This is an optimization exercise on Yosys and OpenROAD, whose aim is small area, a short achievable clock period and few clock cycles per item, not a production implementation. In this exercise RTL edits were held to simulation tests only and were not proved equivalent to the original. Power and IR drop assume default switching activity.

v6:
==> flow/design.v (excerpt) <==
module k24_xu (
    input             clk,
    input             rst,           
    input             in_valid,
    output            in_ready,
    input      [23:0] in_instr,      
    input      [23:0] in_wa,         
    input      [23:0] in_wb,         
    input      [23:0] in_wd,         
    input             in_ovt,        
    output reg        out_valid,
    output reg        out_we,        
    output reg [3:0]  out_rd,        
    output reg [23:0] out_wdata,
    output     [3:0]  out_flags,     
    output reg        out_exc,
    output     [15:0] out_ecause     
);
==> flow/config.mk <==
export PLATFORM = sky130hd
export DESIGN_NAME = k24_xu
export DESIGN_NICKNAME = k24_xu
export VERILOG_FILES = /design/flow/design.v
export SDC_FILE = /design/flow/constraint.sdc
export NUM_CORES = 4
export LEC_CHECK = 0
export ABC_AREA = 1
export CAP_MARGIN = 30
export CORE_MARGIN = 2
export CORE_UTILIZATION = 60
export PLACE_DENSITY = 0.75
export SLEW_MARGIN = 20
==> flow/constraint.sdc <==
create_clock -name core_clock -period 16.0 [get_ports {clk}]
set_input_delay 3.2000 -clock core_clock [delete_from_list [all_inputs] [get_ports {clk}]]
set_output_delay 3.2000 -clock core_clock [all_outputs]
set_load 0.01 [all_outputs]
standard.sh (not shown) runs the stock make flow with config.mk's settings and CLKGATE_MAP_FILE= SYNTH_SCRIPT=/design/flow/synth_recipe.tcl, a recipe that flattens the netlist after the stock synthesis.
==> flow/flow/run.sh <==
#!/bin/bash
set -euo pipefail
cd "$(dirname "$0")/.."
bash standard.sh SETUP_SLACK_MARGIN=11.5 'BUFFER_PORTS_ARGS=-buffer_cell sky130_fd_sc_hd__buf_4' finish > standard_flow.log 2>&1
Testbench counts of v6, summed over its fixed seeds: cycles 39,242, instrs 32,000.
Edits applied to the flow inputs when going from v6 to v7:
--- a/flow/design.v
+++ b/flow/design.v
@@ -81,44 +81,47 @@
     wire i_sub0 = i_yinv || i_xz;        
     wire i_mulu = (i_op[2:0] == 3'd1);
     wire i_dbl  = (i_op[2:0] == 3'd2) || (i_op[2:0] == 3'd4);
     wire i_mta  = (i_op == OP_MTA);
     wire i_mul  = (i_op[7:3] == 5'b00110);
     wire i_dvop = (i_op == OP_DIV) || (i_op == OP_DIVU);
     wire i_msu  = (i_op[2:0] == 3'd5);
-    wire        i_mulacc = accept && i_mul;
+    wire        i_offer  = in_valid && rdy;
+    wire        i_mulacc = i_offer && i_mul;
     wire        i_bext   = in_wb[23] & ~i_mulu;
     wire [26:0] i_xn     = {i_bext, i_bext, in_wb, 1'b0};
     wire [26:0] i_xd     = {i_bext, in_wb, 2'b0};
     reg  [12:0] i_one, i_two, i_neg;
     always @(*) begin
         for (j = 0; j < 13; j = j + 1) begin
             i_one[j] = i_mulacc && (i_dbl ? (i_xd[2*j+1] ^ i_xd[2*j]) : (i_xn[2*j+1] ^ i_xn[2*j]));
             i_two[j] = i_mulacc && (i_dbl ?
                        ((i_xd[2*j+2] & ~i_xd[2*j+1] & ~i_xd[2*j]) | (~i_xd[2*j+2] & i_xd[2*j+1] & i_xd[2*j])) :
                        ((i_xn[2*j+2] & ~i_xn[2*j+1] & ~i_xn[2*j]) | (~i_xn[2*j+2] & i_xn[2*j+1] & i_xn[2*j])));
             i_neg[j] = i_mulacc && ((i_dbl ? i_xd[2*j+2] : i_xn[2*j+2]) ^ i_msu);    
         end
-        i_one[12] = i_one[12] || (accept && i_mta);                             
+        i_one[12] = i_one[12] || (i_offer && i_mta);                             
     end
     reg         v0;
     reg         fz_lo0, fz_a0, fz_b0, fz_h0;   
     reg  [7:0]  op0;
     reg  [3:0]  d0;
     reg  [23:0] a0;
+    reg  [24:0] ma0;                     
     reg         ovt0;
-    reg         xz0, xs0, sub0, cinc0, mulu0;
+    reg         xz0, xs0, sub0, cinc0;
     reg  [23:0] by0;                     
     reg  [12:0] one0, two0, neg0;
     reg  [4:0]  za0, zb0;
     reg         v1;
     reg         ill1;                    
     reg         we1;
     reg  [3:0]  rd1;
     reg  [23:0] data1;                   
+    reg  [7:0]  op1;                     
     reg         nz1, zo1, sc1, c1, sv1, vv1;
     reg         mfr1, mfh1, mfl1;
     reg         mac1, accwe1, ovt1;
     reg         dq1, dneg1, dsat1, dz1, dan1;    
     reg  [49:0] cs1, cc1;                
     wire [23:0] a  = a0;
     wire [23:0] b  = by0;
@@ -187,15 +190,15 @@
     wire        sh_c = op_shl ? (nle24 & rot[0]) : op_shr ? (nle24 & rot[23]) : rot[23];
     reg  [4:0]  clz_r;
     always @(*) begin
         clz_r = 5'd24;
         for (i = 0; i < 24; i = i + 1)
             if (a[i]) clz_r = 5'd23 - i[4:0];
     end
-    wire [24:0] ma  = {a[23] & ~mulu0, a};
+    wire [24:0] ma  = ma0;
     wire [49:0] mt_s, mt_c;
     k24_xu_mtree mtree (.A(ma), .ONE(one0), .TWO(two0), .NEG(neg0), .S(mt_s), .C(mt_c));
     reg         r_we;
     reg  [23:0] r_data;
     reg         r_nz, r_zo, r_sc, r_c, r_sv, r_v;
     reg         r_mfr, r_mfh, r_mfl, r_mac, r_msu, r_accwe;
     always @(*) begin
@@ -348,24 +351,25 @@
         by0   <= !it_next ? i_b_val :
                  s1_div ? ds_e[23:0] : {e_hi[1:0], by0[23:2]};
         ovt0  <= in_ovt;
         xz0   <= i_xz;
         xs0   <= i_xz;
         sub0  <= i_sub0;
         cinc0 <= i_cinc;
-        mulu0 <= i_mulu;
+        ma0   <= {in_wa[23] & ~i_mulu, in_wa};
         one0  <= i_one;
         two0  <= i_two;
         neg0  <= i_neg;
         za0   <= i_za;
         zb0   <= i_zb;
         cs1    <= mt_s;
         cc1    <= mt_c;
         rd1    <= dv_busy ? dv_rd : d0;
-        data1  <= dv_busy ? it_q : s1_div ? 24'd0 : lg0 ? r_data : {16'd0, op0};
+        data1  <= dv_busy ? it_q : s1_div ? 24'd0 : r_data;
+        op1    <= op0;
         dq1    <= dv_busy;
         dneg1  <= dv_busy && dv_neg;
         dsat1  <= dv_busy && dv_sgn && !dv_neg;
         dz1    <= dv_busy && dv_zero;
         dan1   <= dv_zero && dv_an;
         ill1   <= !dv_busy && !lg0;
         we1    <= dv_busy || (lg0 && r_we);
@@ -396,15 +400,15 @@
             dv_zero <= ds_zero;
             dv_rd   <= d0;
         end
         out_we    <= we1;
         out_rd    <= rd1;
         out_wdata <= wdata2;
         out_exc   <= ill1 || dz1 || (ovt1 && acc_ovf);
-        e_det     <= ill1 ? data1[7:0] : 8'd0;
+        e_det     <= ill1 ? op1 : 8'd0;
         e_c0      <= !dz1;
         e_c1      <= !ill1;
         if (rst) begin
             flags     <= 4'd0;
             acc       <= 48'd0;
             rdy       <= 1'b1;
             dvr       <= 1'b0;
Results
- Looking at the reports, v7 completed the entire flow and the layout it produced met the timing, DRC and antenna checks.
- v7 against v6: xor and xnor area share after synthesis neither gained nor lost much, headroom to the max-slew limit picked up an extra 8.0 points, buffers plus inverters on the worst setup path picked up an extra 1, count of sequential standard cells picked up an extra 8.5%, fraction of layout instances using a drive strength above 1 lost 0.68 points.
- Compared with v6, v7 shows worst-case vdd ir drop that has gone up by more than 10%.
- Run comparison: v6 class of the most critical setup path flip-flop to flip-flop; v7 class of the most critical setup path input pin to flip-flop
- Final worst-path setup slack for v7: 0.057 ns up relative to v6
- Compared to v6, v7 has proportion of power drawn by the clock network 3.1 points lower.
- Changes observed in v7 relative to v6: number of nets in the layout shows an increase of 0.61%; total number of vias lost 517; number of clock-tree buffers in the layout went up about 5%; global-route usage dropped 1.8 points.
Testbench counts of v7, summed over its fixed seeds: cycles 39,242, instrs 32,000.

## afterwards: timing with drivers on the ports
The results above use ideal ports. As a check the final layouts listed here were re-extracted and re-timed, cells and wires unchanged.
Step 1 assumes that a clkbuf_16 drives the clock port and a buf_2 every other input.
Step 2 adds t to the input delays and takes it off the output delays; t is the mean of the earliest and latest rising clock arrival at the registers after step 1. Input paths then give back, and output paths get back, about the clock's delay inside the block.
a / b / c = ideal ports / drivers / drivers and shift; a / b = the first two.
run | t (ns) | slack for setup (ns) | hold WS [ns]
v6 | 0.664 | 11.361 / 11.361 / 10.928 | 0.328 / 0.328 / 0.328
v7 | 0.672 | 11.419 / 11.466 / 10.794 | 0.325 / 0.325 / 0.325
After both steps every run listed still meets setup and hold. For v7, which loses most, drivers alone change the setup slack by +0.047 ns; drivers and shift together by -0.625 ns.
